This is an optimization exercise on Yosys and OpenROAD, whose aim is small area, a short achievable clock period and few clock cycles, not a production implementation.
RTL that was checked went through simulation tests only; none was proved equivalent to the original.
The RTL of run 1 was laid out without a check of its function.

## flow/design.v (module list and top-level ports; edited modules follow where they fit)
// module arc_detector: 1568 lines
module arc_detector (
    input  wire        clk,
    input  wire        rst,         
    input  wire [14:0] depth,       
    input  wire [14:0] alpha,       
    input  wire [14:0] floor_q,     
    input  wire [5:0]  confirm,     
    input  wire [15:0] holdoff,     
    input  wire [7:0]  limit,       
    input  wire [15:0] learn,       
    input  wire        latch_in,    
    input  wire        s_valid,
    input  wire [15:0] s_data,      
    input  wire        s_clr,       
    output wire        s_ready,
    output reg         r_valid,
    output reg         r_evt,       
    output reg         r_inh,       
    output reg         r_latch,     
    output reg  [31:0] r_arcs       
);
  // ...
==> flow/flow/run.sh <==
#!/bin/bash
# The standard layout, with timing repair asked to leave setup slack so that
# the design runs well below the fixed clock period.
set -euo pipefail
bash standard.sh SETUP_SLACK_MARGIN=7 finish > standard.log 2>&1
==> flow/standard.sh <==
#!/bin/bash
# synth_recipe.tcl (not shown) runs the flow's synth.tcl, then flattens the netlist and writes it again
# the make line also repeats each setting of config.mk as NAME=value (left out here)
make -C /OpenROAD-flow-scripts/flow DESIGN_CONFIG=/design/flow/config.mk WORK_HOME=/design/flow/orfs CLKGATE_MAP_FILE= SYNTH_SCRIPT=/design/flow/synth_recipe.tcl "${@:-finish}"
==> flow/config.mk <==
export PLATFORM = sky130hd
export DESIGN_NAME = arc_detector
export DESIGN_NICKNAME = arc_detector
export VERILOG_FILES = /design/flow/design.v
export SDC_FILE = /design/flow/constraint.sdc
export NUM_CORES = 4
export LEC_CHECK = 0
export CAP_MARGIN = 20
export CORE_MARGIN = 2
export CORE_UTILIZATION = 55
export SLEW_MARGIN = 20
==> flow/constraint.sdc <==
create_clock -name core_clock -period 14.0 [get_ports {clk}]
set_input_delay 2.8000 -clock core_clock [delete_from_list [all_inputs] [get_ports {clk}]]
set_output_delay 2.8000 -clock core_clock [all_outputs]
set_load 0.01 [all_outputs]
==> out/summary.txt, run 1 <==
Post-CTS Resized = 36
Seq_cells = 178
Largest registers = r_arcs (32), b (31)
Cell area after synthesis = 26,520 um2
Max layer used = met4
Wire length on met2 = 43,970 um
GR peak layer = met2
Initial DRC count = 3,163
Clock-pin slew on the worst setup and hold paths = 0.09 ns
Die X = 223.6 um
Final setup TNS = 0 ns
Worst hold-check path type = reg -> reg
Min-Delay Path Depth = 0
Synth Register Bits = 178
Post-DRT Antenna Nets = 0
Hold_sp = ca$_DFF_P_
Count leader, synth = inv_1
Outcome = no timing/DRC/antenna violations
Crit. End Element = flop
IO buf count = 147
Synth area leaders = fa_1 18%, dfxtp_1 12%, ha_1 8.8%, inv_1 5.3%, nor2_1 4.7%
Grt met3 use = 0.05509
Avg Inst Size Synth = 7.611 um2
Commonest non-fill, non-tap cell in the layout = inv_1
==> run 2: changes to the inputs <==
--- a/flow/design.v
+++ b/flow/design.v
@@ -15,45 +15,48 @@
     output wire        s_ready,
     output reg         r_valid,
     output reg         r_evt,       
     output reg         r_inh,       
     output reg         r_latch,     
     output reg  [31:0] r_arcs       
 );
     localparam [10:0] POLL_LAST = 11'd1999;    
-    assign s_ready = 1'b1;
-    reg               va, vb;
-    reg  signed [15:0] xa, x;
-    reg               ca, clr;
-    reg        [15:0] dq;            
+    reg               xv;
+    reg  signed [15:0] x;
+    reg               clr;
+    reg               sat;           
     reg        [14:0] alpha_r;
     reg        [14:0] e_r;           
-    wire       [15:0] dq_next;
+    wire              stall;
+    assign s_ready = ~stall;
     always @(posedge clk) begin
-        va      <= s_valid & ~rst;
-        xa      <= s_data;
-        ca      <= s_clr;
-        vb      <= va & ~rst;
-        x       <= xa;
-        clr     <= ca;
-        dq      <= dq_next;
+        if (rst)
+            xv <= 1'b0;
+        else if (!stall)
+            xv <= s_valid;
+        if (!stall) begin
+            x   <= s_data;
+            clr <= s_clr;
+        end
+        sat     <= stall & ~rst;
         alpha_r <= alpha;
         e_r     <= 15'd0 - depth;
     end
-    wire xv = vb;
     reg signed [30:0] b;
     reg        [15:0] c;
     reg               m_hold, m_learn;
     reg        [10:0] poll;
     wire signed [15:0] bq = b[30:15];
     wire [14:0] bq_u = b[29:15];
     wire above_floor = ~b[30] & (b[29:15] >= floor_q);
-    wire ovf = (x[15] ^ b[30]) & (dq[15] ^ x[15]);
-    wire [15:0] s = ovf ? {~b[30], {15{b[30]}}} : dq;
+    wire [16:0] diff = {x[15], x} - {bq[15], bq};
+    wire        ovf  = diff[16] ^ diff[15];
+    assign stall = xv & ovf & ~sat;
+    wire [15:0] s = sat ? {~b[30], {15{b[30]}}} : diff[15:0];
     wire ba_one0 = alpha_r[0] ^ 1'b0;
     wire ba_two0 = (alpha_r[1] & ~alpha_r[0] & ~1'b0) | (~alpha_r[1] & alpha_r[0] & 1'b0);
     wire ba_neg0 = alpha_r[1];
     wire ba_one1 = alpha_r[2] ^ alpha_r[1];
     wire ba_two1 = (alpha_r[3] & ~alpha_r[2] & ~alpha_r[1]) | (~alpha_r[3] & alpha_r[2] & alpha_r[1]);
     wire ba_neg1 = alpha_r[3];
     wire ba_one2 = alpha_r[4] ^ alpha_r[3];
     wire ba_two2 = (alpha_r[5] & ~alpha_r[4] & ~alpha_r[3]) | (~alpha_r[5] & alpha_r[4] & alpha_r[3]);
@@ -1479,29 +1482,21 @@
     wire td_276;
     assign td_276 = (td_215 & bd_p7_15) | (td_215 & td_214) | (bd_p7_15 & td_214);
     wire td_277;
     assign td_277 = 1'b1 ^ td_216 ^ ~bd_p7_16;
     wire [30:0] td_s = {td_276, td_274, td_272, td_270, td_268, td_266, td_264, td_262, td_260, td_258, td_256, td_254, td_252, td_250, td_248, td_246, td_244, td_242, td_240, td_238, td_236, td_234, td_232, td_230, td_228, td_226, td_224, td_222, td_220, td_218, td_217};
     wire [30:0] td_c = {td_277, td_275, td_273, td_271, td_269, td_267, td_265, td_263, td_261, td_259, td_257, td_255, td_253, td_251, td_249, td_247, td_245, td_243, td_241, td_239, td_237, td_235, td_233, td_231, td_229, td_227, td_225, td_223, td_221, td_219, bd_p0_0};
     wire [30:0] td_sum = td_s + td_c;
     wire below  = x[15] | ~td_sum[30];
-    wire [15:0] dq_frz = xa - bq;
-    wire [15:0] xa_p1  = xa + 16'd1;
-    wire [30:0] r1     = {xa_p1, 15'd0};
-    wire [30:0] cs_s   = r1 ^ ~ta_s ^ ~ta_c;
-    wire [30:0] cs_c   = (r1 & ~ta_s) | (r1 & ~ta_c) | (~ta_s & ~ta_c);
-    wire [30:0] v_sum  = cs_s + {cs_c[29:0], 1'b1};
-    wire [15:0] dq_upd = v_sum[30:15];
     wire detect = above_floor & below;
     wire c_one = (c == 16'd1);
     wire [15:0] c_dec = c - 16'd1;
     wire arc = ~m_hold & ~m_learn & detect & c_one;
     wire upd = ~m_hold & (m_learn | ~detect);
-    assign dq_next = (xv & upd) ? dq_upd : dq_frz;
     wire [31:0] arcs_inc = r_arcs + 32'd1;
     wire poll_end = (poll == POLL_LAST);
     reg        n_inh, n_latch, n_hold_mode, n_learn_mode;
     reg [31:0] n_arcs;
     reg [15:0] n_c;
     always @(*) begin
         n_inh        = r_inh;
         n_latch      = r_latch;
@@ -1546,18 +1541,18 @@
             m_hold  <= 1'b0;
             m_learn <= (learn != 16'd0);
             poll    <= 11'd0;
             r_valid <= 1'b0;
             r_inh   <= 1'b0;
             r_latch <= latch_in;
             r_arcs  <= 32'd0;
         end else begin
-            r_valid <= xv;
-            if (xv) begin
+            r_valid <= xv & ~stall;
+            if (xv & ~stall) begin
                 if (upd) b <= b_next;
                 c       <= n_c;
                 m_hold  <= n_hold_mode;
                 m_learn <= n_learn_mode;
                 poll    <= poll_end ? 11'd0 : poll + 11'd1;
                 r_inh   <= n_inh;
                 r_latch <= n_latch;
                 r_arcs  <= n_arcs;
==> run 2 against run 1 <==
Synthesized cell count down 6.3%. First-iteration DRC count rose by 0.66%. Critical path depth rose by 10. Clock skew up 0.0021 ns. Register-to-register slack got worse by 0.31 ns. Area after synthesis down 6.8%. Critical path type unchanged. Final cell count decreased by 4.1%. Still clean on timing, DRC and antenna. Wire length fell by 2.1%. Largest cell class unchanged. Die area fell by 6.7%. Utilization is 4.3 points higher. Via count shrank 2.8%.
==> out/summary.txt, run 2 <==
Outcome = no timing/DRC/antenna violations (unchanged)
EDFF count, synth = 35 (was 18)
Syn-to-layout area delta = 17.74% (was 10.16%)
Vias = 25,825 (was 26,580)
Reg with most FFs = r_arcs (unchanged)
Most frequent cells in the layout = 352 x inv_1, 349 x a21oi_1, 264 x nor2_1 (was 376 x inv_1, 331 x nor2_1, 325 x nand2_1)
Crit share post-route = 0.5101 (was 0.4878)
DR pass1 iterations = 7 (was 6)
Avg Inst Size Synth = 7.572 um2 (was 7.611 um2)
Final Setup Violations = 0 (unchanged)
Via-to-Cell Ratio = 6.601 (was 6.516)
Worst-path fanout max = 6 (was 21)
Area of placed instances = 26,410 um2 (was 28,210 um2)
Worst Path Required = 14.36 ns (was 14.38 ns)
Number of buffers created by CTS = 17 (unchanged)
Post-synth cell types = 78 (was 82)
GRT overflow = 0 (unchanged)
GPL Wtd Cong = 0.9949 (was 0.9690)
H-tree depth = 4 (unchanged)
Top post-synthesis cells by count = 389 x inv_1, 375 x a21oi_1, 273 x nor2_1 (was 376 x inv_1, 333 x nor2_1, 332 x nand2_1)
Nets@finish = 3,784 (was 3,986)
Crit-path most repeated cell = nor2_1 (was fa_1)
Worst-margin pin slew = 1.170 ns (was 1.046 ns)
Initial antenna violation count = 0 (was 3)
MaxCap Viol Count = 0 (unchanged)
Worst hold-check path type = reg -> reg (unchanged)
Final hold violation count = 0 (unchanged)
Post-synthesis sequential area ratio = 0.1317 (was 0.1412)
Clock Sinks = 145 (was 178)
Largest net degree at the start of global routing = 90 (was 83)
Critical Path AT = 7.50 ns (was 7.21 ns)
RSZ-0062 raised after global routing = yes (unchanged)
Synth area leaders = fa_1 18%, dfxtp_1 8.9%, a21oi_1 7.6%, ha_1 7.2%, inv_1 5.9% (was fa_1 18%, dfxtp_1 12%, ha_1 8.8%, inv_1 5.3%, nor2_1 4.7%)
Final-layout fill cell count = 3,845 (was 4,428)
Post-CTS Hold Buffers = 0 (unchanged)
Vias in the first global route = 24,004 (was 25,082)
Commonest non-fill, non-tap cell in the layout = inv_1 (unchanged)
I/O Pins = 149 (unchanged)
Rows = 77 (was 80)
Critical path class = reg -> reg (unchanged)
Ant. Diodes = 0 (was 1)
Clk Latency, worst-skew pair = 0.49 ns (about the same)
Synth Flop Type = dfxtp_1 (unchanged)
Crit. End Element = flop (unchanged)
Die Y = 216.0 um (was 223.6 um)
TritonCTS clock tree = yes (unchanged)
Finished Cell Area = 29,090 um2 (was 29,210 um2)
Worst-case clock buffer depth = 2 (unchanged)
Post-DP HPWL = 63,410 um (was 68,490 um)
Max reg flops = 32 (unchanged)
Synth Register Bits = 145 (was 178)
Clock-pin slew on the worst setup and hold paths = 0.08 ns (was 0.09 ns)
Skew final = 0.01846 ns (was 0.01640 ns)
Global Route Usage Sum = 0.3829 (was 0.3745)
Final Max Tran Viols = 0 (unchanged)
Final setup TNS = 0 ns (unchanged)
Die area = 46,630 um2 (was 49,990 um2)
Post-Syn Nets = 3,740 (was 4,020)
Slowest CP cell = fa_1 (unchanged)
Slew headroom = 0.2186 (was 0.3003)
Synthesized instance count = 3,263 (was 3,484)
Largest area contributor in the netlist = fa_1 (unchanged)
Core ar. = 44,320 um2 (was 47,650 um2)
First-pass GRT wire length = 139,200 um (was 146,000 um)
F_max = 140.0 MHz (was 146.4 MHz)
IO buf count = 148 (was 147)
Yosys warnings = 1 (unchanged)
Final routed DRC violation total = 0 (unchanged)
Post-DRT Antenna Nets = 0 (unchanged)
CTS root buffer = clkbuf_16 (unchanged)
Cell area after synthesis = 24,710 um2 (was 26,520 um2)
Synth top area share = 0.1799 (was 0.1789)
Tmin final = 7.141 ns (was 6.829 ns)
Count leader, synth = inv_1 (unchanged)
Async S/R FF share, synth = 0 (unchanged)
Crit start category = flop (unchanged)
Drt wl/cell = 23.71 um (was 23.24 um)
Initial DRC count = 3,184 (was 3,163)
Share of layout cells above drive strength 1 = 0.1377 (was 0.06151)
Initial Util = 0.5575 (was 0.5566)
Die X = 216.0 um (was 223.6 um)
Final wirelength = 92,760 um (was 94,780 um)
Largest registers = r_arcs (32), b (31) (unchanged)
CP peak stage delay = 0.60 ns (was 0.55 ns)
run 2: what timing repair did:
action,CTS,global route
buffers inserted,43,55
gates cloned,5,4
setup endpoints to repair,84,79
endpoints found under the hold margin,0,0
resized for setup,117,180
pin swaps,27,108
run 2: worst paths after layout:
kind / slack (ns) / cells after the start / to / startpoint
setup / recovery: 6.86 / 33 / b[28]$_SDFFE_PP0P_ / x[0]$_DFFE_PN_
hold reg to reg: 0.49 / 2 / poll[1]$_SDFFE_PP0P_ / poll[1]$_SDFFE_PP0P_
hold / removal: 0.49 / 2 / poll[1]$_SDFFE_PP0P_ / poll[1]$_SDFFE_PP0P_
setup reg to reg: 6.86 / 33 / b[28]$_SDFFE_PP0P_ / x[0]$_DFFE_PN_
run 2: worst max-delay path, delay by kind of cell (launching register included):
kind,cells,cell delay (ns)
buffers and inverters,7,0.67
flip-flops,1,0.49
adder cells (fa/ha/maj),7,2.74
multiplexers,1,0.12
XOR/XNOR,2,0.35
AO/OA/AOI/OAI,11,2.21
AND/OR/NAND/NOR,5,0.40
run 2: final cells by class:
type                    instances  area [um2]  share of cell area
multi-input cells            2412       19780              0.6799
flip-flops and latches        145        3269              0.1124
repair buffers                329        3139              0.1079
inverters                     401        1560             0.05363
well taps                     592       740.7             0.02546
clock buffers                  18       429.2             0.01475
clock inverters                14       165.2            0.005677
repair inverters                1       7.507           0.0002581
run 2: layer usage:
metal,global-route usage,share of wire
met5,0,0
met1,0.4959,0.39
met3,0.08964,0.11
met4,0.2185,0.061
met2,0.5874,0.44
run 2: logic make-up after synthesis:
| group | share of synthesized area |
|---|---|
| mux | 0.01995 |
| compound gates | 0.3000 |
| fa+ha+maj | 0.2649 |
| flops | 0.1317 |
| simple gates | 0.1313 |
| xor+xnor | 0.04218 |
| buf+inv | 0.1100 |
run 2: through the flow:
stage          std cells  hold WS [ns]  utilization  setup slack, ns
2_1_floorplan       3263        0.4492            -            7.012
3_3_place_gp        3773        0.4573       0.5958            5.647
3_5_place_dp        3773        0.4714       0.5958            5.495
4_1_cts             3853        0.4891       0.6292            6.949
5_1_grt             3912        0.5144       0.6564            6.672
6_report            3912        0.4858       0.6564            6.859
Testbench counts of run 2, summed over its fixed seeds: cycles 192,016.
==> run 3: changes to the inputs <==
==> flow/flow/run.sh (replaced) <==
#!/bin/bash
# The standard layout, with timing repair asked to leave setup slack so that
# the design runs well below the fixed clock period.
set -euo pipefail
bash standard.sh SETUP_SLACK_MARGIN=8 finish > standard.log 2>&1
--- a/flow/config.mk
+++ b/flow/config.mk
@@ -7,5 +7,5 @@
 export LEC_CHECK = 0
 export CAP_MARGIN = 20
 export CORE_MARGIN = 2
-export CORE_UTILIZATION = 55
+export CORE_UTILIZATION = 40
 export SLEW_MARGIN = 20
==> run 3 against run 2 <==
Still clean. Die area rose by 37%. Utilization decreased by 17 points. Area after synthesis stayed put. Highest routed layer unchanged.
==> out/summary.txt, run 3 <==
Outcome = no timing/DRC/antenna violations (unchanged)
Tmin final = 7.093 ns (was 7.141 ns)
Initial antenna violation count = 0 (unchanged)
Yosys warnings = 1 (unchanged)
R2r startpoint = x[0]$_DFFE_PN_ (unchanged)
Crit start category = flop (unchanged)
Crit. End Element = flop (unchanged)
R2r endpoint = b[28]$_SDFFE_PP0P_ (unchanged)
Reg with most FFs = r_arcs (unchanged)
Post-CTS Hold Buffers = 0 (unchanged)
CTS root buffer = clkbuf_16 (unchanged)
MaxCap Viol Count = 0 (unchanged)
RSZ-0062 raised after global routing = yes (unchanged)
Post-synthesis sequential area ratio = 0.1317 (unchanged)
Post-Syn Nets = 3,740 (unchanged)
Min-Delay Path Depth = 2 (unchanged)
Largest registers = r_arcs (32), b (31) (unchanged)
Final Setup Violations = 0 (unchanged)
Slew headroom = 0.2703 (was 0.2186)
F_max = 141.0 MHz (was 140.0 MHz)
Vias in the first global route = 24,418 (was 24,004)
Final Max Tran Viols = 0 (unchanged)
Die Y = 252.5 um (was 216.0 um)
Worst-case clock buffer depth = 2 (unchanged)
Core ar. = 61,370 um2 (was 44,320 um2)
Count leader, synth = inv_1 (unchanged)
Nets@finish = 3,784 (unchanged)
Finished Cell Area = 29,790 um2 (was 29,090 um2)
Post-DRT Antenna Nets = 0 (unchanged)
Area of placed instances = 26,870 um2 (was 26,410 um2)
Critical path class = reg -> reg (unchanged)
Async S/R FF share, synth = 0 (unchanged)
Number of buffers created by CTS = 17 (unchanged)
Flop2flop setup slack = 6.91 ns (was 6.86 ns)
Commonest non-fill, non-tap cell in the layout = inv_1 (unchanged)
Worst Path Required = 14.38 ns (was 14.36 ns)
Top post-synthesis cells by count = 389 x inv_1, 375 x a21oi_1, 273 x nor2_1 (unchanged)
Ant. Diodes = 0 (unchanged)
Synth Register Bits = 145 (unchanged)
Share of layout cells above drive strength 1 = 0.1476 (was 0.1377)
Die X = 252.5 um (was 216.0 um)
GRT overflow = 0 (unchanged)
Largest area contributor in the netlist = fa_1 (unchanged)
Critical Path AT = 7.47 ns (was 7.50 ns)
Clock-pin slew on the worst setup and hold paths = 0.09 ns (was 0.08 ns)
Drt wl/cell = 22.93 um (was 23.71 um)
Most frequent cells in the layout = 355 x inv_1, 343 x a21oi_1, 256 x nor2_1 (was 352 x inv_1, 349 x a21oi_1, 264 x nor2_1)
Via-to-Cell Ratio = 6.193 (was 6.601)
Largest net degree at the start of global routing = 90 (unchanged)
Synth area leaders = fa_1 18%, dfxtp_1 8.9%, a21oi_1 7.6%, ha_1 7.2%, inv_1 5.9% (unchanged)
IO buf count = 148 (unchanged)
Worst hold-check path type = reg -> reg (unchanged)
Synth top area share = 0.1799 (unchanged)
DR pass1 iterations = 6 (was 7)
Worst-margin pin slew = 1.093 ns (was 1.170 ns)
Worst-path fanout max = 3 (was 6)
Avg Inst Size Synth = 7.572 um2 (unchanged)
Vias = 25,453 (was 25,825)
Cell area after synthesis = 24,710 um2 (unchanged)
Global Route Usage Sum = 0.2893 (was 0.3829)
H-tree depth = 4 (unchanged)
Skew final = 0.02498 ns (was 0.01846 ns)
Synth Flop Type = dfxtp_1 (unchanged)
CP bufs+invs = 9 (was 7)
Worst min-delay path endpoint = poll[10]$_SDFFE_PP0P_ (was poll[1]$_SDFFE_PP0P_)
Synthesized instance count = 3,263 (unchanged)
CP peak stage delay = 0.54 ns (was 0.60 ns)
Slowest CP cell = fa_2 (was fa_1)
Max reg flops = 32 (unchanged)
Reg2Reg Depth = 35 (was 33)
EDFF count, synth = 35 (unchanged)
Rows = 91 (was 77)
Post-synth cell types = 78 (unchanged)
Post-DP HPWL = 63,530 um (was 63,410 um)
Die area = 63,770 um2 (was 46,630 um2)
Final routed DRC violation total = 0 (unchanged)
I/O Pins = 149 (unchanged)
Final hold violation count = 0 (unchanged)
First-pass GRT wire length = 143,200 um (was 139,200 um)
Clk Latency, worst-skew pair = 0.51 ns (was 0.49 ns)
Initial DRC count = 2,551 (was 3,184)
Crit path max-delay family = adder cells (unchanged)
Final wirelength = 94,250 um (was 92,760 um)
GPL Wtd Cong = 0.9527 (was 0.9949)
Final setup TNS = 0 ns (unchanged)
Crit share post-route = 0.5066 (was 0.5101)
Hold_sp = poll[10]$_SDFFE_PP0P_ (was poll[1]$_SDFFE_PP0P_)
Clock Sinks = 145 (unchanged)
Syn-to-layout area delta = 20.59% (was 17.74%)
TritonCTS clock tree = yes (unchanged)
Initial Util = 0.4026 (was 0.5575)
## run 3: cell type report
cell class	instances	area, um2
clock inverter	15	163.9
fill	5879	31580
inverter	401	1558
timing repair inverter	1	7.507
clock buffer	17	425.4
sequential	145	3307
multi-input combinational	2412	19980
timing repair buffer	329	3368
tap	790	988.4
## run 3: cell families (layout without fill, tap and decap cells)
group | after synthesis | after routing | synth area share
simple gates | 704 | 705 | 0.1313
flops | 145 | 145 | 0.1317
fa+ha+maj | 396 | 396 | 0.2649
xor+xnor | 119 | 119 | 0.04218
compound gates | 1143 | 1143 | 0.3000
mux | 49 | 49 | 0.01995
buf+inv | 707 | 763 | 0.1100
## run 3: worst min-delay path, cell delays in order (launching register included)
cell and delay [ns]:
dfxtp_1 0.32, o31ai_1 0.07, a21oi_1 0.06
## run 3: layer usage
metal | vias to the layer above | wire length (um) | part of all wire | global-route usage
met5 | - | 0 | 0 | 0
met4 | 0 | 4657 | 0.049 | 0.1449
li1 | 11611 | - | - | -
met1 | 12383 | 37830 | 0.40 | 0.3675
met2 | 1197 | 44180 | 0.47 | 0.4735
met3 | 262 | 7575 | 0.080 | 0.04943
## run 3: metrics by stage
step,setup WS [ns],cells,utilization,hold WS [ns]
finish,6.907,4110,0.4855,0.4900
CTS,6.881,4085,0.4761,0.4922
floorplan,7.471,3263,-,0.4492
global placement,5.385,3962,0.4379,0.4596
global route,6.658,4110,0.4855,0.5116
detailed placement,5.312,3962,0.4379,0.4806
## run 3: worst max-delay path by stage
stage | from | endpoint | slack (ns) | cells past startpoint
detailed placement | b[18]$_SDFFE_PP0P_ | b[30]$_SDFFE_PP0P_ | 5.31 | 28
CTS | x[0]$_DFFE_PN_ | b[28]$_SDFFE_PP0P_ | 6.88 | 34
global placement | b[19]$_SDFFE_PP0P_ | b[28]$_SDFFE_PP0P_ | 5.38 | 28
floorplan | x[0]$_DFFE_PN_ | b[28]$_SDFFE_PP0P_ | 7.47 | 32
global route | x[0]$_DFFE_PN_ | b[30]$_SDFFE_PP0P_ | 6.66 | 32
finish | x[0]$_DFFE_PN_ | b[28]$_SDFFE_PP0P_ | 6.91 | 35
## run 3: what timing repair did
action / in CTS / in global routing
gates resized for setup: 223 / 87
cloned: 9 / 1
setup buffers: 82 / 24
endpoints found under the setup margin: 84 / 83
pin swaps: 73 / 67

==> what the ideal ports hide <==
No port has a modelled driver above. Below, the same layouts with a new extraction and two added sets of constraints.
Step 1 (the two cells are an assumption about what drives the block):
set clk [get_ports {clk}]
set_driving_cell -lib_cell sky130_fd_sc_hd__clkbuf_16 $clk
set_driving_cell -lib_cell sky130_fd_sc_hd__buf_2 [delete_from_list [all_inputs] $clk]
Step 2 adds t to the input delays and takes it off the output delays; t is the mean of the earliest and latest rising clock arrival at the registers after step 1. Input paths then give back, and output paths get back, about the clock's delay inside the block.
a / b / c = no drivers / after step 1 / after step 2; a / b = the first two.
run	t, ns	setup slack, ns	hold WS [ns]
run 1	0.544	7.171 / 7.171 / 7.060	0.358 / 0.358 / 0.358
run 2	0.548	6.859 / 6.859 / 6.859	0.486 / 0.486 / 0.486
run 3	0.558	6.907 / 6.907 / 6.907	0.490 / 0.490 / 0.490
After both steps setup and hold are still met in every run listed. For run 1, which loses most, drivers alone change the setup slack by 0.000 ns; drivers and shift together by -0.111 ns.
